This is an optimization exercise on Yosys and OpenROAD, whose aim is small area, a short achievable clock period and few clock cycles per item, not a production implementation.
No functional check of the RTL was part of any run shown here.
Power and IR drop assume default switching activity.

==> flow/design.v <==
module edge_xlate (
    input  wire        clk,
    input  wire        rst,
    input  wire        in_valid,
    output wire        in_ready,
    input  wire [23:0] in_ipu,       
    input  wire [23:0] in_gain,      
    input  wire [15:0] in_offset,    
    input  wire [14:0] in_h,         
    input  wire [14:0] in_delta,     
    output reg         out_valid,
    input  wire        out_ready,
    output reg  [11:0] out_ue,
    output reg  [11:0] out_le,
    output reg         out_sat
);
    localparam N = 3;            
    reg  [N-1:0] turn;           
    reg  [N-1:0] rsel;           
    reg          rdy_q;          
    reg  [N-1:0] tail_u;         
    reg          tail_l;         
    reg          f_hi;           
    reg          f_lo;           
    wire [N-1:0]    free, claim, rdy, rdy_n, done, neg;
    wire [N*18-1:0] q_all;
    wire [N*17-1:0] ofs_all;
    wire [N*15-1:0] hd_all;
    wire idle_port = ~|claim & ~|tail_u & ~tail_l;
    wire [N-1:0] ld = free & turn & {N{idle_port}};
    wire go = in_valid & (~out_valid | out_ready);
    assign in_ready = rdy_q;
    wire take = rdy_q & in_valid;
    wire ph_u = |(tail_u & rsel) & ~out_valid & ~tail_l;
    wire [N-1:0] flip = {N{ph_u}} & rsel;
    edge_xlate_div u0 (
        .clk(clk), .rst(rst), .ld(ld[0]), .go(go), .in_valid(in_valid),
        .in_ipu(in_ipu), .in_gain(in_gain), .in_offset(in_offset), .in_h(in_h), .in_delta(in_delta),
        .flip(flip[0]), .free(free[0]), .claim(claim[0]), .rdy(rdy[0]), .rdy_n(rdy_n[0]),
        .done(done[0]), .q(q_all[17:0]), .neg(neg[0]),
        .ofs8(ofs_all[16:0]), .hd(hd_all[14:0]));
    edge_xlate_div u1 (
        .clk(clk), .rst(rst), .ld(ld[1]), .go(go), .in_valid(in_valid),
        .in_ipu(in_ipu), .in_gain(in_gain), .in_offset(in_offset), .in_h(in_h), .in_delta(in_delta),
        .flip(flip[1]), .free(free[1]), .claim(claim[1]), .rdy(rdy[1]), .rdy_n(rdy_n[1]),
        .done(done[1]), .q(q_all[35:18]), .neg(neg[1]),
        .ofs8(ofs_all[33:17]), .hd(hd_all[29:15]));
    edge_xlate_div u2 (
        .clk(clk), .rst(rst), .ld(ld[2]), .go(go), .in_valid(in_valid),
        .in_ipu(in_ipu), .in_gain(in_gain), .in_offset(in_offset), .in_h(in_h), .in_delta(in_delta),
        .flip(flip[2]), .free(free[2]), .claim(claim[2]), .rdy(rdy[2]), .rdy_n(rdy_n[2]),
        .done(done[2]), .q(q_all[53:36]), .neg(neg[2]),
        .ofs8(ofs_all[50:34]), .hd(hd_all[44:30]));
    reg [17:0] qr;
    reg        ng;
    reg [16:0] ofs8;
    reg [14:0] hd;
    integer j;
    always @* begin
        qr = 18'd0; ng = 1'b0; ofs8 = 17'd0; hd = 15'd0;
        for (j = 0; j < N; j = j + 1) begin
            qr   = qr   | ({18{rsel[j]}} & q_all[j*18 +: 18]);
            ng   = ng   | (rsel[j] & neg[j]);
            ofs8 = ofs8 | ({17{rsel[j]}} & ofs_all[j*17 +: 17]);
            hd   = hd   | ({15{rsel[j]}} & hd_all[j*15 +: 15]);
        end
    end
    wire [19:0] qs  = {{3{ng}}, qr[17:1]};
    wire [19:0] ofx = {{3{ofs8[16]}}, ofs8};
    wire [19:0] hdx = {{5{tail_l}}, hd};
    wire [19:0] cs  = ofx ^ hdx ^ qs;
    wire [19:0] cc  = (ofx & hdx) | (ofx & qs) | (hdx & qs);
    wire [19:0] e   = cs + {cc[18:0], qr[0]} + {19'd0, tail_l};
    wire e_hi = ~e[19] & (e[18:15] != 4'b0000);        
    wire e_lo =  e[19] & (e[18:15] != 4'b1111);        
    wire [11:0] e_sat = e_hi ? 12'h7ff : e_lo ? 12'h800 : e[15:4];
    wire n_hi = f_hi & (e_hi | (e[19:5] == 15'h3ff));    
    wire n_lo = e_lo & f_lo;                              
    always @(posedge clk) begin
        if (ph_u) begin
            out_ue  <= e_sat;
            out_sat <= e_hi | e_lo;
            f_hi    <= e_hi;
            f_lo    <= e_lo | (e[19:5] == 15'h7c00);
        end
        if (tail_l) begin
            out_le  <= n_hi ? 12'h7fd : e_sat;
            if (n_lo)
                out_ue <= 12'h802;
            out_sat <= out_sat | e_hi | e_lo;
        end
        if (rst) begin
            turn      <= {{(N-1){1'b0}}, 1'b1};
            rsel      <= {{(N-1){1'b0}}, 1'b1};
            rdy_q     <= 1'b0;
            tail_u    <= {N{1'b0}};
            tail_l    <= 1'b0;
            out_valid <= 1'b0;
        end else begin
            if (take)
                turn <= {turn[N-2:0], turn[N-1]};
            rdy_q  <= |rdy_n;
            tail_u <= (tail_u & ~flip) | done;
            tail_l <= ph_u;
            if (tail_l) begin
                out_valid <= 1'b1;
                rsel      <= {rsel[N-2:0], rsel[N-1]};
            end else if (out_ready)
                out_valid <= 1'b0;
        end
    end
endmodule
module edge_xlate_div (
    input  wire        clk,
    input  wire        rst,
    input  wire        ld,           
    input  wire        go,           
    input  wire        in_valid,
    input  wire [23:0] in_ipu,
    input  wire [23:0] in_gain,
    input  wire [15:0] in_offset,
    input  wire [14:0] in_h,
    input  wire [14:0] in_delta,
    input  wire        flip,         
    output wire        free,         
    output wire        claim,        
    output reg         rdy,          
    output wire        rdy_n,        
    output wire        done,         
    output wire [17:0] q,            
    output reg         neg,          
    output reg  [16:0] ofs8,         
    output reg  [14:0] hd            
);
    reg        run;              
    reg [3:0]  cnt;              
    reg [22:0] rem;              
    reg [3:0]  db;               
    reg [22:0] gn;               
    reg [1:0]  dp;               
    reg [18:0] qr;               
    reg        hb;               
    wire last = (cnt == 4'd8);
    assign free  = run ? last : 1'b1;
    assign claim = (run & (cnt == 4'd0)) | rdy;
    assign done  = run & last;
    assign rdy_n = run & (cnt == 4'd0) & ~ld & ~rst;
    assign q     = qr[17:0];
    wire        s_in  = in_ipu[23];
    wire [23:0] ipu_x = in_ipu ^ {24{s_in}};
    wire       c2   = (cnt == 4'd2);
    wire       c3   = (cnt == 4'd3);
    wire [4:0] h_a  = c2 ? hd[4:0] : c3 ? hd[9:5] : hd[14:10];
    wire [4:0] h_b  = ~(c2 ? qr[18:14] : c3 ? qr[15:11] : qr[12:8]);
    reg  [5:0] h_c;
    reg  [4:0] h_s;
    integer k;
    always @* begin
        h_c[0] = c2 | hb;
        for (k = 0; k < 5; k = k + 1) begin
            h_s[k]   = h_a[k] ^ h_b[k] ^ h_c[k];
            h_c[k+1] = (h_a[k] & h_b[k]) | (h_a[k] & h_c[k]) | (h_b[k] & h_c[k]);
        end
    end
    wire [24:0] t    = {rem, db[3:2]};
    wire [25:0] t26  = {1'b0, t};
    wire [25:0] ng   = {3'b111, gn};                      
    wire [25:0] n2g  = {2'b11, gn, 1'b1};                 
    wire [25:0] d1   = t26 + ng + 26'd1;                  
    wire [25:0] d2   = t26 + n2g + 26'd1;                 
    wire [25:0] cs_s = t26 ^ ng ^ n2g;                    
    wire [25:0] cs_c = (t26 & ng) | (t26 & n2g) | (ng & n2g);
    wire [25:0] d3   = cs_s + {cs_c[24:0], 1'b1} + 26'd1;
    wire        ge1  = ~d1[25];
    wire        ge2  = ~d2[25];
    wire        ge3  = ~d3[25];
    wire [1:0]  dig  = {ge2, ge3 | (ge1 & ~ge2)};
    wire [22:0] r_n  = ge3 ? d3[22:0] : ge2 ? d2[22:0] : ge1 ? d1[22:0] : t[22:0];
    always @(posedge clk) begin
        if (ld) begin
            rem <= {2'b00, ipu_x[23:3]};
            db  <= {ipu_x[2:0], s_in};
            gn  <= ~in_gain[22:0];
        end else begin
            rem <= r_n;
            db  <= {db[1:0], db[0], db[0]};
        end
        cnt <= ld ? 4'd0 : cnt + 4'd1;
        dp  <= dig ^ {2{db[0]}};
        if (rdy) begin
            qr   <= {in_delta[4:0], in_delta[9:5], in_delta[14:10], dp, dig ^ {2{db[0]}}};
            neg  <= db[0];
            ofs8 <= {in_offset[15], in_offset} + 17'd8;
            hd   <= in_h;
        end else if (run & (cnt != 4'd0)) begin
            qr <= {qr[16:0], dig ^ {2{neg}}};
            if (c2) begin
                hd[4:0] <= h_s;
                hb      <= h_c[5];
            end
            if (c3) begin
                hd[9:5] <= h_s;
                hb      <= h_c[5];
            end
            if (cnt == 4'd4) begin
                hd[14:10] <= h_s;
                hb        <= h_c[5];
            end
            if (cnt == 4'd5 && (~hb || hd[14:4] == 11'd0))
                hd <= 15'd16;
        end
        if (flip)
            hd <= ~hd;
        if (rst) begin
            run <= 1'b0;
            rdy <= 1'b0;
        end else begin
            if (ld)
                run <= go;
            else if (last | (rdy & ~in_valid))
                run <= 1'b0;
            rdy <= rdy_n;
        end
    end
endmodule
==> flow/flow/run.sh <==
#!/bin/bash
# The standard layout (standard.sh, unchanged synthesis and SDC), with
# three optimisation settings changed:
#  - the input and output ports are buffered with buf_1 cells instead of the
#    delay buffers buffer_ports picks by default;
#  - repair_timing aims for a setup slack of 11.6 ns on the 16 ns clock, so
#    that it sizes the gates of the longest paths;
#  - clock tree synthesis uses clkbuf_8 cells and no dummy loads.
# Each tool's output is in the ORFS logs under orfs/logs; standard.log holds
# make's own output.
set -o pipefail
export BUFFER_PORTS_ARGS="-buffer_cell sky130_fd_sc_hd__buf_1"
export SETUP_SLACK_MARGIN=11.6
export CTS_ARGS="-sink_clustering_enable -repair_clock_nets -buf_list sky130_fd_sc_hd__clkbuf_8 -sink_clustering_size 20 -dont_use_dummy_load"
bash standard.sh > standard.log 2>&1
==> flow/standard.sh <==
#!/bin/bash
# synth_recipe.tcl (not shown) runs the flow's synth.tcl, then flattens the netlist and writes it again
# the make line also repeats each setting of config.mk as NAME=value (left out here)
make -C /OpenROAD-flow-scripts/flow DESIGN_CONFIG=/design/flow/config.mk WORK_HOME=/design/flow/orfs CLKGATE_MAP_FILE= SYNTH_SCRIPT=/design/flow/synth_recipe.tcl "${@:-finish}"
==> flow/config.mk <==
export PLATFORM = sky130hd
export DESIGN_NAME = edge_xlate
export DESIGN_NICKNAME = edge_xlate
export VERILOG_FILES = /design/flow/design.v
export SDC_FILE = /design/flow/constraint.sdc
export NUM_CORES = 4
export LEC_CHECK = 0
export CAP_MARGIN = 20
export CORE_MARGIN = 2
export CORE_UTILIZATION = 40
export SLEW_MARGIN = 20
==> flow/constraint.sdc <==
create_clock -name core_clock -period 16.0 [get_ports {clk}]
set_input_delay 3.2000 -clock core_clock [delete_from_list [all_inputs] [get_ports {clk}]]
set_output_delay 3.2000 -clock core_clock [all_outputs]
set_load 0.01 [all_outputs]
==> summary.txt, run 1 <==
# TYPE chip_impl_metric gauge
chip_impl_metric{name="clk_pin_slew_worst_paths",unit="ps"} 50
chip_impl_metric{name="synth_fp_nets",unit=""} 3549
chip_impl_metric{name="met2_usage",unit=""} 0.374
chip_impl_metric{name="core-area",unit="µm²"} 73100
chip_impl_metric{name="skew",unit="ps"} 102
chip_impl_metric{name="dp_cells",unit=""} 4087
chip_impl_metric{name="synth_fa_ha_area_frac",unit=""} 0.176
chip_impl_metric{name="cts_buffers",unit=""} 73
chip_impl_metric{name="synth_xor_area_frac",unit=""} 0.0621
chip_impl_metric{name="synthDominantCellAreaShare",unit=""} 0.249
chip_impl_metric{name="p_per_area",unit="nW/µm²"} 232
chip_impl_metric{name="gr_util_all_layers",unit=""} 0.222
chip_impl_metric{name="timing_max_transition_violations_final",unit=""} 4
chip_impl_info{name="worstSetupPathType",value="register to output pin"} 1
chip_impl_metric{name="global_route_wire_length_before_repair",unit="µm"} 134000
chip_impl_metric{name="crit_arrival",unit="ps"} 1220
chip_impl_metric{name="slew-limit-headroom",unit=""} -0.445
chip_impl_metric{name="min_delay_path_depth",unit=""} 2
chip_impl_metric{name="placementRows",unit=""} 99
chip_impl_metric{name="start_util",unit=""} 0.405
chip_impl_metric{name="ys.warnings.count",unit=""} 2
chip_impl_metric{name="synthArstFlopShare",unit=""} 0
chip_impl_metric{name="synth-edff-count",unit=""} 246
chip_impl_metric{name="routed_wire_length_per_instance",unit="µm"} 20.9
chip_impl_info{name="rsz0062_at_grt",value="yes"} 1
chip_impl_metric{name="synth_area_per_cell",unit="µm²"} 9.56
chip_impl_metric{name="worstPathBufferInverterCount",unit=""} 1
chip_impl_metric{name="worst_skew_pair.late_latency",unit="ps"} 700
chip_impl_metric{name="synthMuxAreaShare",unit=""} 0.0381
chip_impl_metric{name="globalplace.congestion",unit=""} 0.912
chip_impl_metric{name="setup_tns",unit="ps"} 0
chip_impl_metric{name="setup_viol",unit=""} 0
chip_impl_metric{name="ctsHoldBuffers",unit=""} 0
chip_impl_metric{name="nets",unit=""} 3678
chip_impl_info{name="worst_path_dominant_cell_family",value="flip-flops"} 1
chip_impl_metric{name="antenna_violating_nets_post_route",unit=""} 0
chip_impl_metric{name="post_synth_and_or_nand_nor_area_fraction",unit=""} 0.111
chip_impl_info{name="synth_top_family_by_area",value="compound AO/OA/AOI/OAI gates"} 1
chip_impl_metric{name="detail_route.first_pass.iterations",unit=""} 10
chip_impl_metric{name="period_minus_slack",unit="ps"} 4420
chip_impl_metric{name="port_buffers",unit=""} 123
chip_impl_metric{name="multi_input_combinational_cell_area",unit="µm²"} 18700
chip_impl_metric{name="final.period_utilization",unit=""} 0.276
chip_impl_metric{name="drt_first_iter_violations",unit=""} 2008
chip_impl_metric{name="globalRouteOverflowTotal",unit=""} 0
chip_impl_metric{name="leakage_power",unit="µW"} 0.0128
chip_impl_metric{name="detail_route.drc_violations",unit=""} 0
chip_impl_metric{name="die_w",unit="µm"} 276
chip_impl_metric{name="io-pin-count",unit=""} 125
chip_impl_metric{name="clock_sink_count",unit=""} 372
chip_impl_metric{name="design.die.area",unit="µm²"} 76300
chip_impl_info{name="dominantRegCellSynth",value="sky130_fd_sc_hd__edfxtp_1"} 1
chip_impl_info{name="clock_tree_from_tritoncts",value="built"} 1
chip_impl_metric{name="final_layout_size_suffix_gt1_frac",unit=""} 0.0974
chip_impl_metric{name="synth.ff_latch_count",unit=""} 372
chip_impl_info{name="cts_root_buffer",value="sky130_fd_sc_hd__clkbuf_8"} 1
chip_impl_metric{name="routed-via-count",unit=""} 24477
chip_impl_metric{name="cp_max_fo",unit=""} 2
chip_impl_metric{name="timing.final.hold_violations",unit=""} 0
chip_impl_info{name="list_of_cells_traversed_by_the_critical_path",value="buf_1"} 1
chip_impl_metric{name="place.detailed.hpwl",unit="µm"} 66200
chip_impl_metric{name="grtUsageMet3",unit=""} 0.0349
chip_impl_metric{name="drt-vias-per-instance",unit=""} 5.85
chip_impl_metric{name="synth_compound_area_frac",unit=""} 0.236
chip_impl_info{name="synth.most_common_cell",value="sky130_fd_sc_hd__a21oi_1"} 1
chip_impl_metric{name="synthCells",unit=""} 3098
chip_impl_metric{name="maxCapViolations",unit=""} 1
chip_impl_metric{name="cts.htree.levels",unit=""} 3
chip_impl_metric{name="synth_seq_area_share",unit=""} 0.335
chip_impl_info{name="so.violations",value="max-capacitance violations, max-slew violations"} 1
chip_impl_metric{name="tightestPinTransition",unit="ps"} 2110
chip_impl_metric{name="peakVddDrop",unit="µV"} 198
chip_impl_info{name="yosysTopAreaCell",value="sky130_fd_sc_hd__edfxtp_1"} 1
chip_impl_info{name="synth.area.top_cells",value="sky130_fd_sc_hd__edfxtp_1, sky130_fd_sc_hd__ha_1, sky130_fd_sc_hd__dfxtp_1"} 1
chip_impl_metric{name="fin_worst_hold_slack",unit="ps"} 424
chip_impl_metric{name="drt_wl_total",unit="µm"} 87600
chip_impl_metric{name="grt.met1_usage",unit=""} 0.289
chip_impl_metric{name="fillerInstances",unit=""} 7153
chip_impl_metric{name="finalNonFillerCells",unit=""} 4186
chip_impl_metric{name="critical_path_cell_count",unit=""} 1
chip_impl_metric{name="max_freq",unit="MHz"} 226
chip_impl_metric{name="grt_start_max_net_pins",unit=""} 57
chip_impl_info{name="cp_slowest_cell",value="sky130_fd_sc_hd__edfxtp_1"} 1
chip_impl_info{name="run_status",value="failed layout checks"} 1
chip_impl_metric{name="syn-cell-area",unit="µm²"} 29600
chip_impl_info{name="post_synth_most_frequent_cells",value="sky130_fd_sc_hd__a21oi_1, sky130_fd_sc_hd__edfxtp_1, sky130_fd_sc_hd__ha_1"} 1
chip_impl_metric{name="area_delta_synth_final",unit="%"} 9.71
chip_impl_info{name="worstSetupEndpointType",value="output pin"} 1
chip_impl_metric{name="die_height",unit="µm"} 276
chip_impl_metric{name="reg2reg_depth",unit=""} 14
chip_impl_metric{name="initial_antenna_violation_count",unit=""} 4
chip_impl_metric{name="number_of_unique_standard_cell_types_used_by_synthesis",unit=""} 94
chip_impl_metric{name="cpPeakStageDelay",unit="ps"} 380
chip_impl_metric{name="worstPathRequired",unit="ps"} 12800
chip_impl_metric{name="grt_pass1_vias",unit=""} 23558
chip_impl_info{name="critical_path_launch_point_type",value="register"} 1
chip_impl_info{name="hold_class",value="register to register"} 1
chip_impl_metric{name="clk_path_buf_depth",unit=""} 3
chip_impl_metric{name="seqCellArea",unit="µm²"} 9940
chip_impl_info{name="grt_busiest_layer",value="met2"} 1
[through the flow]
stage                     setup WS [ps]  area (µm²)   util  power [µW]
after floorplan                   11620       29600      -        5450
after global placement            10850       31000  0.424        6540
after detailed placement          10930       31000  0.424        6560
after CTS                         11530       32100  0.440        7430
after global routing              11500       32500  0.445        8230
final                             11580       32500  0.445        7530
[layout by cell type (no fill, tap or decap), drive strengths merged, types with 12 or more instances in the layout]
cell / n
a21oi: 332
edfxtp: 246
ha: 245
nand2: 211
nor2: 193
inv: 188
o21ai: 184
buf: 161
xnor2: 131
dfxtp: 126
fa: 108
clkbuf: 82
xor2: 79
a21o: 77
nand3: 71
mux2: 62
a222oi: 52
nor3: 45
mux2i: 43
a31oi: 42
a211oi: 39
o21a: 36
o211ai: 33
and2: 30
and3: 29
o21bai: 26
nand2b: 24
o22ai: 23
nor2b: 20
nand4: 19
a221oi: 19
a211o: 17
a22oi: 15
or2: 14
o31ai: 13
or3: 12
o2111ai: 12
[area by class of cell]
type / count / share of cell area
antenna: 2 / 0.000154
clock buffer: 73 / 0.0309
inverter: 188 / 0.0217
multi-input combinational: 2422 / 0.577
sequential: 372 / 0.306
tap: 959 / 0.0369
timing repair buffer: 170 / 0.0278
[power by group]
part	total (µW)	internal (µW)	switching [µW]
combinational	5210	2220	2990
sequential	1540	1300	240
clock	785	400	385
[cells by family (layout without fill, tap and decap cells)]
| family | count (synthesis) | in the layout |
|---|---|---|
| other cells | 0 | 2 |
| fa+ha+maj | 353 | 353 |
| compound gates | 1049 | 1051 |
| mux | 105 | 105 |
| xor+xnor | 210 | 210 |
| flops | 372 | 372 |
| simple gates | 703 | 703 |
| buf+inv | 306 | 431 |
[routing by layer]
layer,routed length (µm),up-vias
li1,-,11863
met3,4780,158
met1,38300,11723
met5,27,-
met2,41600,729
met4,2950,4
[flip-flops by register name (all words and copies together) (netlist names), 23 cells and up]
| signal | count |
|---|---|
| u0.gn | 23 |
| u2.gn | 23 |
| u1.gn | 23 |
| u1.rem | 23 |
| u2.rem | 23 |
| u0.rem | 23 |
[final timing paths]
check | startpoint | to | slack [ps]
worst max-delay path | out_sat | out_sat | 11580
worst min-delay path | u2.db[1] | u2.db[3] | 420
worst max register to register | u2.gn[1] | u2.rem[16] | 11760
worst min register to register | u2.db[1] | u2.db[3] | 420
[repair_timing]
| action | 4_1_cts | 5_1_grt |
|---|---|---|
| setup buffers | 1 | 21 |
| gates resized for setup | 58 | 49 |
| pin swaps | 5 | 9 |
| gates cloned | 0 | 2 |
| endpoints found under the setup margin | 78 | 93 |
==> run 2, diff against run 1 <==
==> flow/flow/run.sh (replaced) <==
#!/bin/bash
# The standard layout (standard.sh, unchanged synthesis and SDC), with
# three optimisation settings changed:
#  - the input and output ports are buffered with buf_1 cells instead of the
#    delay buffers buffer_ports picks by default;
#  - repair_timing aims for a setup slack of 11.4 ns on the 16 ns clock, so
#    that it sizes the gates of the longest paths;
#  - clock tree synthesis uses clkbuf_8 cells and no dummy loads.
# Each tool's output is in the ORFS logs under orfs/logs; standard.log holds
# make's own output.
set -o pipefail
export BUFFER_PORTS_ARGS="-buffer_cell sky130_fd_sc_hd__buf_1"
export SETUP_SLACK_MARGIN=11.4
export CTS_ARGS="-sink_clustering_enable -repair_clock_nets -buf_list sky130_fd_sc_hd__clkbuf_8 -sink_clustering_size 20 -dont_use_dummy_load"
bash standard.sh > standard.log 2>&1
==> run 2 against run 1 <==
Now clean on timing, DRC and antenna. Cell area decreased by 1.1%. Global-route usage is 0.090 points lower. Critical endpoint is now out_le[1]. Largest power group unchanged. First-iteration DRC count up 2.7%. Die area stayed put. Critical path depth is 13 higher. Clock skew decreased by 6.6 ps. Clock power down 2.9%. Via count up 0.15%. Synthesized cell count did not move. Worst setup slack worse by 68 ps. Sequential power hardly changed.
==> summary.txt, run 2 <==
# TYPE chip_impl_metric gauge
chip_impl_metric{name="synthArstFlopShare",unit=""} 0
chip_impl_metric{name="clk_path_buf_depth",unit=""} 3
chip_impl_metric{name="clock_sink_count",unit=""} 372
chip_impl_metric{name="fillerInstances",unit=""} 7207
chip_impl_metric{name="final_util",unit=""} 0.440
chip_impl_metric{name="timing.final.hold_violations",unit=""} 0
chip_impl_metric{name="nets",unit=""} 3660
chip_impl_metric{name="switching_share",unit=""} 0.480
chip_impl_info{name="layout.cells.most_common",value="sky130_fd_sc_hd__a21oi_1"} 1
chip_impl_metric{name="syn-cell-area",unit="µm²"} 29600
chip_impl_metric{name="die_height",unit="µm"} 276
chip_impl_metric{name="place.detailed.hpwl",unit="µm"} 66600
chip_impl_metric{name="seqCellArea",unit="µm²"} 9920
chip_impl_metric{name="die_w",unit="µm"} 276
chip_impl_metric{name="io-pin-count",unit=""} 125
chip_impl_metric{name="synth.ff_latch_count",unit=""} 372
chip_impl_info{name="critical_path_launch_point_type",value="register"} 1
chip_impl_metric{name="synthCells",unit=""} 3098
chip_impl_metric{name="worst_skew_pair.late_latency",unit="ps"} 670
chip_impl_info{name="post_synth_most_frequent_cells",value="sky130_fd_sc_hd__a21oi_1, sky130_fd_sc_hd__edfxtp_1, sky130_fd_sc_hd__ha_1"} 1
chip_impl_metric{name="power_report.internal_total",unit="µW"} 3870
chip_impl_metric{name="final_layout_size_suffix_gt1_frac",unit=""} 0.0748
chip_impl_metric{name="routed_wire_length_per_instance",unit="µm"} 20.9
chip_impl_info{name="rsz0062_at_grt",value="yes"} 1
chip_impl_info{name="clock_tree_from_tritoncts",value="built"} 1
chip_impl_metric{name="portion_of_total_power_attributed_to_the_clock_network",unit=""} 0.102
chip_impl_metric{name="synth_area_per_cell",unit="µm²"} 9.56
chip_impl_metric{name="power.share.combinational",unit=""} 0.691
chip_impl_metric{name="grt_start_max_net_pins",unit=""} 57
chip_impl_metric{name="gr_util_all_layers",unit=""} 0.221
chip_impl_metric{name="core-area",unit="µm²"} 73100
chip_impl_metric{name="share_seq_of_total_power",unit=""} 0.207
chip_impl_metric{name="p_per_area",unit="nW/µm²"} 231
chip_impl_info{name="worstSetupEndpointType",value="register"} 1
chip_impl_metric{name="tightestPinTransition",unit="ps"} 1020
chip_impl_metric{name="cts.htree.levels",unit=""} 3
chip_impl_metric{name="peakVddDrop",unit="µV"} 175
chip_impl_metric{name="multi_input_combinational_cell_area",unit="µm²"} 18600
chip_impl_metric{name="cp_max_fo",unit=""} 35
chip_impl_metric{name="antenna_violating_nets_post_route",unit=""} 0
chip_impl_metric{name="worstPathRequired",unit="ps"} 16420
chip_impl_metric{name="drt_first_iter_violations",unit=""} 2063
chip_impl_info{name="hold_class",value="register to register"} 1
chip_impl_info{name="yosysTopAreaCell",value="sky130_fd_sc_hd__edfxtp_1"} 1
chip_impl_info{name="cts_root_buffer",value="sky130_fd_sc_hd__clkbuf_8"} 1
chip_impl_metric{name="globalRouteOverflowTotal",unit=""} 0
chip_impl_metric{name="synth_fp_nets",unit=""} 3549
chip_impl_metric{name="period_minus_slack",unit="ps"} 4490
chip_impl_info{name="synth.most_common_cell",value="sky130_fd_sc_hd__a21oi_1"} 1
chip_impl_info{name="synth.area.top_cells",value="sky130_fd_sc_hd__edfxtp_1, sky130_fd_sc_hd__ha_1, sky130_fd_sc_hd__dfxtp_1"} 1
chip_impl_metric{name="timing_max_transition_violations_final",unit=""} 0
chip_impl_metric{name="slew-limit-headroom",unit=""} 0.317
chip_impl_metric{name="synthDominantCellAreaShare",unit=""} 0.249
chip_impl_metric{name="globalplace.congestion",unit=""} 0.928
chip_impl_metric{name="ys.warnings.count",unit=""} 2
chip_impl_metric{name="routed-via-count",unit=""} 24513
chip_impl_metric{name="setup_viol",unit=""} 0
chip_impl_info{name="layout_common_cells",value="sky130_fd_sc_hd__a21oi_1, sky130_fd_sc_hd__edfxtp_1, sky130_fd_sc_hd__ha_1"} 1
chip_impl_metric{name="crit_arrival",unit="ps"} 4900
chip_impl_metric{name="clk_pin_slew_worst_paths",unit="ps"} 60
chip_impl_metric{name="ctsHoldBuffers",unit=""} 0
chip_impl_metric{name="detail_route.drc_violations",unit=""} 0
chip_impl_metric{name="detail_route.first_pass.iterations",unit=""} 6
chip_impl_info{name="dominantRegCellSynth",value="sky130_fd_sc_hd__edfxtp_1"} 1
chip_impl_metric{name="final.period_utilization",unit=""} 0.280
chip_impl_metric{name="drt_wl_total",unit="µm"} 86900
chip_impl_metric{name="initial_antenna_violation_count",unit=""} 4
chip_impl_metric{name="port_buffers",unit=""} 123
chip_impl_metric{name="power.total",unit="µW"} 7440
chip_impl_metric{name="skew",unit="ps"} 95.7
chip_impl_metric{name="leakage_power",unit="µW"} 0.0126
chip_impl_metric{name="area_delta_synth_final",unit="%"} 8.48
chip_impl_metric{name="fin_worst_hold_slack",unit="ps"} 431
chip_impl_metric{name="grt_pass1_vias",unit=""} 23284
chip_impl_metric{name="synth_seq_area_share",unit=""} 0.335
chip_impl_metric{name="start_util",unit=""} 0.405
chip_impl_metric{name="max_freq",unit="MHz"} 223
chip_impl_info{name="run_status",value="timing/DRC/antenna clean"} 1
chip_impl_metric{name="cts_buffers",unit=""} 70
chip_impl_metric{name="drt-vias-per-instance",unit=""} 5.88
chip_impl_metric{name="maxCapViolations",unit=""} 0
chip_impl_metric{name="synth-edff-count",unit=""} 246
chip_impl_metric{name="number_of_unique_standard_cell_types_used_by_synthesis",unit=""} 94
chip_impl_metric{name="global_route_wire_length_before_repair",unit="µm"} 133000
chip_impl_metric{name="design.die.area",unit="µm²"} 76300
chip_impl_metric{name="setup_tns",unit="ps"} 0
chip_impl_metric{name="placementRows",unit=""} 99
chip_impl_metric{name="total_switching_power",unit="µW"} 3570
chip_impl_info{name="worstSetupPathType",value="register to register"} 1
-- run 2: metal layers --
layer,track usage,wire [µm]
met3,0.0357,4940
met4,0.0834,3250
met2,0.370,41400
met1,0.287,37300
met5,0,31
-- run 2: what timing repair did --
action,CTS,global route
endpoints found under the setup margin,29,55
cloned,0,0
pin swaps,4,4
resized for setup,6,24
setup buffers,0,6
-- run 2: critical path, stage by stage, from the launching register on --
cell and delay [ps]:
sky130_fd_sc_hd__dfxtp_2 470, sky130_fd_sc_hd__buf_6 280, sky130_fd_sc_hd__a222oi_1 550, sky130_fd_sc_hd__inv_1 130, sky130_fd_sc_hd__fa_1 480, sky130_fd_sc_hd__ha_1 280, sky130_fd_sc_hd__a211oi_1 320, sky130_fd_sc_hd__o21ai_1 190
sky130_fd_sc_hd__nand3_2 190, sky130_fd_sc_hd__a31oi_2 140, sky130_fd_sc_hd__o2111ai_1 240, sky130_fd_sc_hd__a41oi_2 270, sky130_fd_sc_hd__a31o_4 400, sky130_fd_sc_hd__a21boi_2 220, sky130_fd_sc_hd__nor2_1 90
-- run 2: metrics by stage --
stage	worst slack [ps]	area, µm²	instances
6_report	11510	32100	4169
5_1_grt	11350	32100	4167
4_1_cts	11380	32000	4159
3_5_place_dp	10930	31000	4089
3_3_place_gp	10940	31000	4089
2_1_floorplan	11570	29600	3098
-- run 2: final cells by class --
type / count / area share
well taps: 959 / 0.0373
flip-flops and latches: 372 / 0.309
multi-input cells: 2420 / 0.579
diodes: 3 / 0.000234
inverters: 188 / 0.0220
clock buffers: 70 / 0.0300
repair buffers: 157 / 0.0228
-- run 2: cells by family (layout without fill, tap and decap cells) --
family                     after synthesis  after routing  share of synthesized area
buffers and inverters                  306            415                     0.0414
xor gates and xnor gates               210            210                     0.0621
muxes                                  105            105                     0.0381
adders and majority gates              353            353                      0.176
and+or+nand+nor                        703            703                      0.111
AOI/OAI and AO/OA                     1049           1049                      0.236
other                                    0              3                          0
DFF                                    372            372                      0.335
-- run 2: power groups by stage --
stage	Combinational (µW)	Clock (µW)	Sequential (µW)
2_1_floorplan	3980	0	1470
3_3_place_gp	4990	0	1560
3_5_place_dp	5030	0	1550
4_1_cts	5070	784	1540
5_1_grt	5750	818	1560
6_report	5140	762	1540
-- run 2: worst paths after layout --
check,slack [ps],endpoint,cells past startpoint,startpoint
worst max register to register,11510,out_le[1],14,rsel[1]
worst min-delay path,430,u1.db[3],2,u1.db[1]
worst min register to register,430,u1.db[3],2,u1.db[1]
worst max-delay path,11510,out_le[1],14,rsel[1]
==> run 3, diff against run 2 <==
==> flow/flow/run.sh (replaced) <==
#!/bin/bash
# The standard layout (standard.sh, unchanged synthesis and SDC), with
# three optimisation settings changed:
#  - the input and output ports are buffered with buf_1 cells instead of the
#    delay buffers buffer_ports picks by default;
#  - repair_timing aims for a setup slack of 11.7 ns on the 16 ns clock, so
#    that it sizes the gates of the longest paths;
#  - clock tree synthesis uses clkbuf_8 cells and no dummy loads.
# Each tool's output is in the ORFS logs under orfs/logs; standard.log holds
# make's own output.
set -o pipefail
export BUFFER_PORTS_ARGS="-buffer_cell sky130_fd_sc_hd__buf_1"
export SETUP_SLACK_MARGIN=11.7
export CTS_ARGS="-sink_clustering_enable -repair_clock_nets -buf_list sky130_fd_sc_hd__clkbuf_8 -sink_clustering_size 20 -dont_use_dummy_load"
bash standard.sh > standard.log 2>&1
==> run 3 against run 2 <==
The layout now fails its checks (max-capacitance violations, max-slew violations). Area after synthesis stayed put. Wire length rose by 2.6%. Cell count rose by 0.67%. Global-route usage increased by 0.43 points. Non-clock buffer count is 25 higher. Largest cell class unchanged. Largest power group unchanged.
==> summary.txt, run 3 <==
# TYPE chip_impl_metric gauge
chip_impl_info{name="dominantRegCellSynth",value="sky130_fd_sc_hd__edfxtp_1"} 1
chip_impl_metric{name="tightestPinTransition",unit="ps"} 1710
chip_impl_metric{name="die_w",unit="µm"} 276
chip_impl_info{name="hold_class",value="register to register"} 1
chip_impl_metric{name="drt_first_iter_violations",unit=""} 2356
chip_impl_metric{name="total_switching_power",unit="µW"} 3660
chip_impl_metric{name="global_route_wire_length_before_repair",unit="µm"} 137000
chip_impl_metric{name="share_seq_of_total_power",unit=""} 0.203
chip_impl_info{name="so.violations",value="max-capacitance violations, max-slew violations"} 1
chip_impl_metric{name="detail_route.first_pass.iterations",unit=""} 8
chip_impl_metric{name="leakage_power",unit="µW"} 0.0129
chip_impl_metric{name="drt-vias-per-instance",unit=""} 5.91
chip_impl_metric{name="design.die.area",unit="µm²"} 76300
chip_impl_metric{name="max_freq",unit="MHz"} 227
chip_impl_metric{name="clock_sink_count",unit=""} 372
chip_impl_metric{name="multi_input_combinational_cell_area",unit="µm²"} 18900
chip_impl_metric{name="die_height",unit="µm"} 276
chip_impl_info{name="post_synth_most_frequent_cells",value="sky130_fd_sc_hd__a21oi_1, sky130_fd_sc_hd__edfxtp_1, sky130_fd_sc_hd__ha_1"} 1
chip_impl_metric{name="nets",unit=""} 3690
chip_impl_metric{name="seqCellArea",unit="µm²"} 9960
chip_impl_metric{name="critical_path_cell_count",unit=""} 1
chip_impl_metric{name="timing.final.hold_violations",unit=""} 0
chip_impl_metric{name="period_minus_slack",unit="ps"} 4400
chip_impl_metric{name="detail_route.drc_violations",unit=""} 0
chip_impl_metric{name="maxCapViolations",unit=""} 1
chip_impl_metric{name="timing_max_transition_violations_final",unit=""} 4
chip_impl_metric{name="switching_share",unit=""} 0.480
chip_impl_info{name="layout_common_cells",value="sky130_fd_sc_hd__a21oi_1, sky130_fd_sc_hd__edfxtp_1, sky130_fd_sc_hd__ha_1"} 1
chip_impl_info{name="critical_path_launch_point_type",value="register"} 1
chip_impl_metric{name="power_report.internal_total",unit="µW"} 3970
chip_impl_metric{name="gr_util_all_layers",unit=""} 0.225
chip_impl_metric{name="worst_skew_pair.late_latency",unit="ps"} 680
chip_impl_metric{name="synthCells",unit=""} 3098
chip_impl_metric{name="ys.warnings.count",unit=""} 2
chip_impl_metric{name="power.share.combinational",unit=""} 0.694
chip_impl_metric{name="syn-cell-area",unit="µm²"} 29600
chip_impl_metric{name="p_per_area",unit="nW/µm²"} 232
chip_impl_metric{name="skew",unit="ps"} 119
chip_impl_metric{name="start_util",unit=""} 0.405
chip_impl_metric{name="grt_start_max_net_pins",unit=""} 57
chip_impl_info{name="list_of_cells_traversed_by_the_critical_path",value="clkbuf_2"} 1
chip_impl_metric{name="area_delta_synth_final",unit="%"} 10.9
chip_impl_info{name="synth.area.top_cells",value="sky130_fd_sc_hd__edfxtp_1, sky130_fd_sc_hd__ha_1, sky130_fd_sc_hd__dfxtp_1"} 1
chip_impl_metric{name="drt_wl_total",unit="µm"} 89200
chip_impl_metric{name="core-area",unit="µm²"} 73100
chip_impl_metric{name="synth_fp_nets",unit=""} 3549
chip_impl_metric{name="synth_area_per_cell",unit="µm²"} 9.56
chip_impl_info{name="cp_slowest_cell",value="sky130_fd_sc_hd__edfxtp_1"} 1
chip_impl_metric{name="final_util",unit=""} 0.450
chip_impl_metric{name="ctsHoldBuffers",unit=""} 0
chip_impl_info{name="clock_tree_from_tritoncts",value="built"} 1
chip_impl_metric{name="initial_antenna_violation_count",unit=""} 3
chip_impl_metric{name="cts_buffers",unit=""} 73
chip_impl_info{name="worstSetupEndpointType",value="output pin"} 1
chip_impl_info{name="yosysTopAreaCell",value="sky130_fd_sc_hd__edfxtp_1"} 1
chip_impl_metric{name="cts.htree.levels",unit=""} 3
chip_impl_metric{name="final_layout_size_suffix_gt1_frac",unit=""} 0.108
chip_impl_metric{name="fillerInstances",unit=""} 7100
chip_impl_metric{name="number_of_unique_standard_cell_types_used_by_synthesis",unit=""} 94
chip_impl_metric{name="peakVddDrop",unit="µV"} 152
chip_impl_metric{name="grt_pass1_vias",unit=""} 23988
chip_impl_metric{name="cp_max_fo",unit=""} 1
chip_impl_metric{name="synthArstFlopShare",unit=""} 0
chip_impl_info{name="cts_root_buffer",value="sky130_fd_sc_hd__clkbuf_8"} 1
chip_impl_metric{name="routed-via-count",unit=""} 24792
chip_impl_metric{name="reg2reg_depth",unit=""} 13
chip_impl_metric{name="clk_path_buf_depth",unit=""} 3
chip_impl_metric{name="synthDominantCellAreaShare",unit=""} 0.249
chip_impl_info{name="run_status",value="failed layout checks"} 1
chip_impl_metric{name="io-pin-count",unit=""} 125
chip_impl_metric{name="cpPeakStageDelay",unit="ps"} 370
chip_impl_metric{name="antenna_violating_nets_post_route",unit=""} 0
chip_impl_metric{name="clk_pin_slew_worst_paths",unit="ps"} 60
chip_impl_metric{name="port_buffers",unit=""} 123
chip_impl_metric{name="worstPathRequired",unit="ps"} 12800
chip_impl_metric{name="globalRouteOverflowTotal",unit=""} 0
chip_impl_metric{name="slew-limit-headroom",unit=""} -0.140
chip_impl_metric{name="place.detailed.hpwl",unit="µm"} 66400
chip_impl_metric{name="globalplace.congestion",unit=""} 0.906
chip_impl_info{name="worst_path_dominant_cell_family",value="flip-flops"} 1
chip_impl_info{name="synth.most_common_cell",value="sky130_fd_sc_hd__a21oi_1"} 1
chip_impl_metric{name="synth_seq_area_share",unit=""} 0.335
chip_impl_metric{name="synth-edff-count",unit=""} 246
chip_impl_metric{name="final.period_utilization",unit=""} 0.275
chip_impl_metric{name="crit_arrival",unit="ps"} 1200
chip_impl_info{name="worstSetupPathType",value="register to output pin"} 1
chip_impl_info{name="layout.cells.most_common",value="sky130_fd_sc_hd__a21oi_1"} 1
chip_impl_metric{name="synth.ff_latch_count",unit=""} 372
chip_impl_info{name="rsz0062_at_grt",value="yes"} 1
chip_impl_metric{name="placementRows",unit=""} 99
chip_impl_metric{name="worstPathBufferInverterCount",unit=""} 1
chip_impl_metric{name="min_delay_path_depth",unit=""} 2
chip_impl_metric{name="setup_viol",unit=""} 0
chip_impl_metric{name="routed_wire_length_per_instance",unit="µm"} 21.2
chip_impl_metric{name="portion_of_total_power_attributed_to_the_clock_network",unit=""} 0.104
chip_impl_metric{name="setup_tns",unit="ps"} 0
==> run 3: area by class of cell <==
| class | instances | share of cell area |
|---|---|---|
| clock buffer | 73 | 0.0306 |
| antenna | 1 | 0.0000762 |
| tap | 959 | 0.0365 |
| multi-input combinational | 2422 | 0.575 |
| inverter | 188 | 0.0215 |
| timing repair buffer | 182 | 0.0337 |
| sequential | 372 | 0.303 |
==> run 3: tightest hold or removal path: stages, from the launching register on <==
cell and delay [ps]:
sky130_fd_sc_hd__dfxtp_1 310, sky130_fd_sc_hd__nand2_1 40, sky130_fd_sc_hd__o21ai_0 60
==> run 3: timing repair <==
action | CTS | global route
pin swaps | 8 | 15
buffers inserted | 10 | 22
endpoints found under the setup margin | 100 | 98
gates resized for setup | 89 | 73
cloned | 1 | 2
==> run 3: path summary, 6_finish.rpt <==
check / from / end / slack [ps]
min: u2.db[1] / u2.db[3] / 440
min reg2reg: u2.db[1] / u2.db[3] / 440
max reg2reg: rsel[0] / out_le[1] / 11680
max: out_le[8] / out_le[8] / 11600
==> run 3: logic make-up (layout without fill, tap and decap cells) <==
| family | Yosys count | in the layout | synth area share |
|---|---|---|---|
| compound gates | 1049 | 1051 | 0.236 |
| simple gates | 703 | 703 | 0.111 |
| flops | 372 | 372 | 0.335 |
| buf+inv | 306 | 443 | 0.0414 |
| mux | 105 | 105 | 0.0381 |
| fa+ha+maj | 353 | 353 | 0.176 |
| xor+xnor | 210 | 210 | 0.0621 |
| other cells | 0 | 1 | 0 |
==> run 3: power by group through the flow <==
stage               sequential (µW)  combinational (µW)  clock (µW)
floorplan                      1470                3980           0
global placement               1560                4990           0
detailed placement             1550                5020           0
CTS                            1550                5130         807
global route                   1570                5900         847
finish                         1550                5290         789
==> run 3: through the flow <==
step | area, µm² | cells | setup slack [ps] | hold slack (ps) | power, µW
CTS | 32400 | 4172 | 11540 | 435 | 7480
global route | 32900 | 4197 | 11540 | 466 | 8320
floorplan | 29600 | 3098 | 11760 | 401 | 5450
global placement | 31000 | 4088 | 11000 | 420 | 6550
finish | 32900 | 4197 | 11600 | 437 | 7620
detailed placement | 31000 | 4088 | 10990 | 432 | 6570
==> run 3: per-layer routing <==
layer	vias to the layer above	GRT usage	share of wire
li1	11881	-	-
met1	11945	0.294	0.43
met2	787	0.376	0.47
met3	175	0.0319	0.054
met4	4	0.0916	0.041
met5	-	0	0.00026
==> run 4, diff against run 3 <==
--- a/flow/design.v
+++ b/flow/design.v
@@ -33,24 +33,17 @@
     wire take = rdy_q & in_valid;
     wire ph_u = |(tail_u & rsel) & ~out_valid & ~tail_l;
     wire [N-1:0] flip = {N{ph_u}} & rsel;
-    edge_xlate_div u0 (
-        .clk(clk), .rst(rst), .ld(ld[0]), .go(go), .in_valid(in_valid),
-        .in_ipu(in_ipu), .in_gain(in_gain), .in_offset(in_offset), .in_h(in_h), .in_delta(in_delta),
-        .flip(flip[0]), .free(free[0]), .claim(claim[0]), .rdy(rdy[0]), .rdy_n(rdy_n[0]),
-        .done(done[0]), .q(q_all[17:0]), .neg(neg[0]),
-        .ofs8(ofs_all[16:0]), .hd(hd_all[14:0]));
-    edge_xlate_div u1 (
-        .clk(clk), .rst(rst), .ld(ld[1]), .go(go), .in_valid(in_valid),
-        .in_ipu(in_ipu), .in_gain(in_gain), .in_offset(in_offset), .in_h(in_h), .in_delta(in_delta),
-        .flip(flip[1]), .free(free[1]), .claim(claim[1]), .rdy(rdy[1]), .rdy_n(rdy_n[1]),
-        .done(done[1]), .q(q_all[35:18]), .neg(neg[1]),
-        .ofs8(ofs_all[33:17]), .hd(hd_all[29:15]));
-    edge_xlate_div u2 (
-        .clk(clk), .rst(rst), .ld(ld[2]), .go(go), .in_valid(in_valid),
-        .in_ipu(in_ipu), .in_gain(in_gain), .in_offset(in_offset), .in_h(in_h), .in_delta(in_delta),
-        .flip(flip[2]), .free(free[2]), .claim(claim[2]), .rdy(rdy[2]), .rdy_n(rdy_n[2]),
-        .done(done[2]), .q(q_all[53:36]), .neg(neg[2]),
-        .ofs8(ofs_all[50:34]), .hd(hd_all[44:30]));
+    genvar gi;
+    generate
+        for (gi = 0; gi < N; gi = gi + 1) begin : dv
+            edge_xlate_div u (
+                .clk(clk), .rst(rst), .ld(ld[gi]), .go(go), .in_valid(in_valid),
+                .in_ipu(in_ipu), .in_gain(in_gain), .in_offset(in_offset), .in_h(in_h), .in_delta(in_delta),
+                .flip(flip[gi]), .free(free[gi]), .claim(claim[gi]), .rdy(rdy[gi]), .rdy_n(rdy_n[gi]),
+                .done(done[gi]), .q(q_all[gi*18 +: 18]), .neg(neg[gi]),
+                .ofs8(ofs_all[gi*17 +: 17]), .hd(hd_all[gi*15 +: 15]));
+        end
+    endgenerate
     reg [17:0] qr;
     reg        ng;
     reg [16:0] ofs8;
==> flow/flow/run.sh (replaced) <==
#!/bin/bash
# The standard layout (standard.sh, unchanged synthesis and SDC), with
# two optimisation settings changed:
#  - the input and output ports are buffered with buf_1 cells instead of the
#    delay buffers buffer_ports picks by default;
#  - repair_timing aims for a setup slack of 11.6 ns on the 16 ns clock, so
#    that it sizes the gates of the longest paths.
# Each tool's output is in the ORFS logs under orfs/logs; standard.log holds
# make's own output.
set -o pipefail
export BUFFER_PORTS_ARGS="-buffer_cell sky130_fd_sc_hd__buf_1"
export SETUP_SLACK_MARGIN=11.6
bash standard.sh > standard.log 2>&1
--- a/flow/config.mk
+++ b/flow/config.mk
@@ -8,4 +8,6 @@
 export CAP_MARGIN = 20
 export CORE_MARGIN = 2
 export CORE_UTILIZATION = 40
+export CTS_BUF_LIST = sky130_fd_sc_hd__clkbuf_8
+export CTS_CLUSTER_SIZE = 30
 export SLEW_MARGIN = 20
==> run 4 against run 3 <==
Still fails the layout checks on max-capacitance violations, max-slew violations. Critical path depth unchanged. Hold slack better by 3.5 ps. Area after synthesis unchanged. Non-clock buffer count down 3. Power up 2.0%. Register-to-register slack about the same. Sequential share of layout area down 0.29 points. Cell area up 0.88%. Clock power up 23%. Core utilization up 0.40 points. Flip-flop and latch count unchanged. Synthesized cell count unchanged. Largest cell class unchanged.
==> summary.txt, run 4 <==
# TYPE chip_impl_metric gauge
chip_impl_metric{name="p_per_area",unit="nW/µm²"} 235
chip_impl_metric{name="synth-edff-count",unit=""} 246
chip_impl_metric{name="synthArstFlopShare",unit=""} 0
chip_impl_metric{name="portion_of_total_power_attributed_to_the_clock_network",unit=""} 0.125
chip_impl_metric{name="max_freq",unit="MHz"} 225
chip_impl_metric{name="crit_arrival",unit="ps"} 1240
chip_impl_metric{name="fin_worst_hold_slack",unit="ps"} 440
chip_impl_info{name="worst_path_dominant_cell_family",value="flip-flops"} 1
chip_impl_metric{name="design.die.area",unit="µm²"} 76300
chip_impl_metric{name="switching_share",unit=""} 0.479
chip_impl_metric{name="die_w",unit="µm"} 276
chip_impl_metric{name="synthCells",unit=""} 3098
chip_impl_info{name="cts_root_buffer",value="sky130_fd_sc_hd__clkbuf_8"} 1
chip_impl_metric{name="core-area",unit="µm²"} 73100
chip_impl_metric{name="port_buffers",unit=""} 123
chip_impl_info{name="rsz0062_at_grt",value="yes"} 1
chip_impl_metric{name="synth_area_per_cell",unit="µm²"} 9.56
chip_impl_metric{name="period_minus_slack",unit="ps"} 4440
chip_impl_metric{name="io-pin-count",unit=""} 125
chip_impl_metric{name="placementRows",unit=""} 99
chip_impl_metric{name="grt_pass1_vias",unit=""} 23940
chip_impl_info{name="worstSetupPathType",value="register to output pin"} 1
chip_impl_metric{name="area_delta_synth_final",unit="%"} 11.9
chip_impl_metric{name="clock_sink_count",unit=""} 372
chip_impl_metric{name="globalplace.congestion",unit=""} 0.925
chip_impl_metric{name="peakVddDrop",unit="µV"} 193
chip_impl_metric{name="reg2reg_setup_slack",unit="ps"} 11680
chip_impl_info{name="so.violations",value="max-capacitance violations, max-slew violations"} 1
chip_impl_metric{name="multi_input_combinational_cell_area",unit="µm²"} 18800
chip_impl_info{name="synth.area.top_cells",value="sky130_fd_sc_hd__edfxtp_1, sky130_fd_sc_hd__ha_1, sky130_fd_sc_hd__dfxtp_1"} 1
chip_impl_metric{name="drt_wl_total",unit="µm"} 89300
chip_impl_metric{name="worstPathBufferInverterCount",unit=""} 1
chip_impl_metric{name="final_util",unit=""} 0.454
chip_impl_metric{name="timing_max_transition_violations_final",unit=""} 4
chip_impl_metric{name="initial_antenna_violation_count",unit=""} 4
chip_impl_info{name="worstSetupEndpointType",value="output pin"} 1
chip_impl_info{name="dominantRegCellSynth",value="sky130_fd_sc_hd__edfxtp_1"} 1
chip_impl_metric{name="final_layout_size_suffix_gt1_frac",unit=""} 0.113
chip_impl_metric{name="worst_skew_pair.late_latency",unit="ps"} 700
chip_impl_metric{name="synth_seq_area_share",unit=""} 0.335
chip_impl_metric{name="cts_buffers",unit=""} 73
chip_impl_metric{name="routed-via-count",unit=""} 24823
chip_impl_metric{name="finalNonFillerCells",unit=""} 4256
chip_impl_metric{name="cp_max_fo",unit=""} 2
chip_impl_metric{name="power_report.internal_total",unit="µW"} 4050
chip_impl_info{name="cp_slowest_cell",value="sky130_fd_sc_hd__edfxtp_1"} 1
chip_impl_metric{name="synth.ff_latch_count",unit=""} 372
chip_impl_info{name="run_status",value="failed layout checks"} 1
chip_impl_metric{name="worstPathRequired",unit="ps"} 12800
chip_impl_info{name="layout_common_cells",value="sky130_fd_sc_hd__a21oi_1, sky130_fd_sc_hd__edfxtp_1, sky130_fd_sc_hd__ha_1"} 1
chip_impl_metric{name="cpPeakStageDelay",unit="ps"} 390
chip_impl_metric{name="die_height",unit="µm"} 276
chip_impl_metric{name="globalRouteOverflowTotal",unit=""} 0
chip_impl_metric{name="synthDominantCellAreaShare",unit=""} 0.249
chip_impl_metric{name="maxCapViolations",unit=""} 1
chip_impl_info{name="post_synth_most_frequent_cells",value="sky130_fd_sc_hd__a21oi_1, sky130_fd_sc_hd__edfxtp_1, sky130_fd_sc_hd__ha_1"} 1
chip_impl_metric{name="setup_tns",unit="ps"} 0
chip_impl_info{name="synth.most_common_cell",value="sky130_fd_sc_hd__a21oi_1"} 1
chip_impl_metric{name="ys.warnings.count",unit=""} 2
chip_impl_metric{name="total_switching_power",unit="µW"} 3730
chip_impl_metric{name="dp_cells",unit=""} 4087
chip_impl_metric{name="number_of_unique_standard_cell_types_used_by_synthesis",unit=""} 94
chip_impl_metric{name="final.period_utilization",unit=""} 0.278
chip_impl_metric{name="antenna_violating_nets_post_route",unit=""} 0
chip_impl_metric{name="nets",unit=""} 3688
chip_impl_info{name="leading_registers_by_flop_count",value="dv.u.gn x69, dv.u.rem x69, dv.u.qr x57"} 1
chip_impl_info{name="layout.cells.most_common",value="sky130_fd_sc_hd__a21oi_1"} 1
chip_impl_metric{name="leakage_power",unit="µW"} 0.0132
chip_impl_metric{name="detail_route.first_pass.iterations",unit=""} 9
chip_impl_metric{name="drt-vias-per-instance",unit=""} 5.83
chip_impl_metric{name="fillerInstances",unit=""} 7102
chip_impl_metric{name="setup_viol",unit=""} 0
chip_impl_metric{name="slew-limit-headroom",unit=""} -0.480
chip_impl_info{name="hold_class",value="register to register"} 1
chip_impl_metric{name="detail_route.drc_violations",unit=""} 0
chip_impl_metric{name="syn-cell-area",unit="µm²"} 29600
chip_impl_metric{name="tightestPinTransition",unit="ps"} 2160
chip_impl_info{name="critical_path_launch_point_type",value="register"} 1
chip_impl_info{name="list_of_cells_traversed_by_the_critical_path",value="clkbuf_2"} 1
chip_impl_metric{name="synth_fp_nets",unit=""} 3549
chip_impl_metric{name="power.share.combinational",unit=""} 0.677
chip_impl_info{name="yosysTopAreaCell",value="sky130_fd_sc_hd__edfxtp_1"} 1
chip_impl_metric{name="timing.final.hold_violations",unit=""} 0
chip_impl_metric{name="drt_first_iter_violations",unit=""} 2270
chip_impl_metric{name="clk_path_buf_depth",unit=""} 3
chip_impl_metric{name="routed_wire_length_per_instance",unit="µm"} 21.0
chip_impl_metric{name="gr_util_all_layers",unit=""} 0.226
chip_impl_metric{name="place.detailed.hpwl",unit="µm"} 66400
chip_impl_metric{name="seqCellArea",unit="µm²"} 9950
chip_impl_metric{name="grt_start_max_net_pins",unit=""} 57
chip_impl_metric{name="dp_slack",unit="ps"} 10700
chip_impl_metric{name="cts.htree.levels",unit=""} 3
chip_impl_metric{name="post-route-worst-setup-slack",unit="ps"} 11560
chip_impl_info{name="clock_tree_from_tritoncts",value="built"} 1
chip_impl_metric{name="clk_pin_slew_worst_paths",unit="ps"} 60
chip_impl_metric{name="start_util",unit=""} 0.405
chip_impl_metric{name="skew",unit="ps"} 50.0
chip_impl_metric{name="share_seq_of_total_power",unit=""} 0.198
chip_impl_metric{name="global_route_wire_length_before_repair",unit="µm"} 137000
run 4: logic make-up (layout without fill, tap and decap cells):
group / count (synthesis) / in the layout / share of synthesized area
AOI/OAI and AO/OA: 1049 / 1052 / 0.236
muxes: 105 / 105 / 0.0381
and+or+nand+nor: 703 / 703 / 0.111
other: 0 / 3 / 0
buffers and inverters: 306 / 499 / 0.0414
adders and majority gates: 353 / 353 / 0.176
xor gates and xnor gates: 210 / 210 / 0.0621
DFF: 372 / 372 / 0.335
run 4: layout make-up:
class,count,share of cell area
Multi-Input combinational cell,2423,0.568
Sequential cell,372,0.300
Tap cell,959,0.0362
Clock buffer,83,0.0345
Timing Repair Buffer,179,0.0305
Inverter,188,0.0213
Clock inverter,49,0.00914
Antenna cell,3,0.000227
run 4: routing by layer:
metal  track usage  vias to the layer above  wire [µm]
met5             0                        -         27
met4        0.0881                        4       3370
met3        0.0338                      177       5310
met2         0.377                      808      42200
met1         0.294                    11887      38400
li1              -                    11947          -
run 4: power by group through the flow:
stage / logic (µW) / registers, µW / clock network [µW]
finish: 5260 / 1540 / 971
global route: 5870 / 1570 / 1030
CTS: 5130 / 1540 / 986
detailed placement: 5020 / 1550 / 0
global placement: 4980 / 1560 / 0
floorplan: 3980 / 1470 / 0
run 4: metrics by stage:
step	total power (µW)	instance area, µm²
finish	7770	33100
global route	8470	33100
CTS	7660	32700
detailed placement	6570	31000
global placement	6550	31000
floorplan	5450	29600
run 4: final timing paths:
| kind | startpoint | end | cells after the start |
|---|---|---|---|
| worst max register to register | rsel[1] | out_le[10] | 14 |
| worst min-delay path | dv[0].u.db[1] | dv[0].u.db[3] | 2 |
| worst min register to register | dv[0].u.db[1] | dv[0].u.db[3] | 2 |
| worst max-delay path | out_sat | out_sat | 1 |
run 4: repair_timing:
item                       CTS  global route
setup endpoints to repair   75           104
setup buffers                6            25
resized for setup           71            68
gates cloned                 2             1
pin swaps                    7            14
hold buffers                 0             0

## re-timing with driven ports
Ports are ideal in the flow. The routed layouts listed here were re-timed in OpenROAD. Step 1 assumes that a clkbuf_16 drives the clock port and a buf_2 every other input. Step 2 moves the port delays by t, midway between the first and last clock arrival at a register: inputs arrive t later, outputs are due t later. That takes back most of the time a late clock gives input paths. Slacks: ideal / step 1 / step 2; pairs: ideal / step 1.
| run | shift t [ns] | setup slack, ns | latest minus earliest clock arrival (ns) | worst register clock-pin slew, ns |
|---|---|---|---|---|
| run 1 | 0.714 | 11.582 / 11.515 / 10.875 | 0.108 / 0.108 | 0.06 / 0.06 |
| run 2 | 0.693 | 11.514 / 11.449 / 10.877 | 0.101 / 0.101 | 0.07 / 0.07 |
| run 3 | 0.689 | 11.598 / 11.537 / 11.143 | 0.125 / 0.125 | 0.06 / 0.06 |
| run 4 | 0.747 | 11.555 / 11.485 / 10.904 | 0.062 / 0.062 | 0.06 / 0.06 |
The setup slack of run 1, which loses most, moves by -0.067 ns with the drivers and by -0.707 ns with both steps.
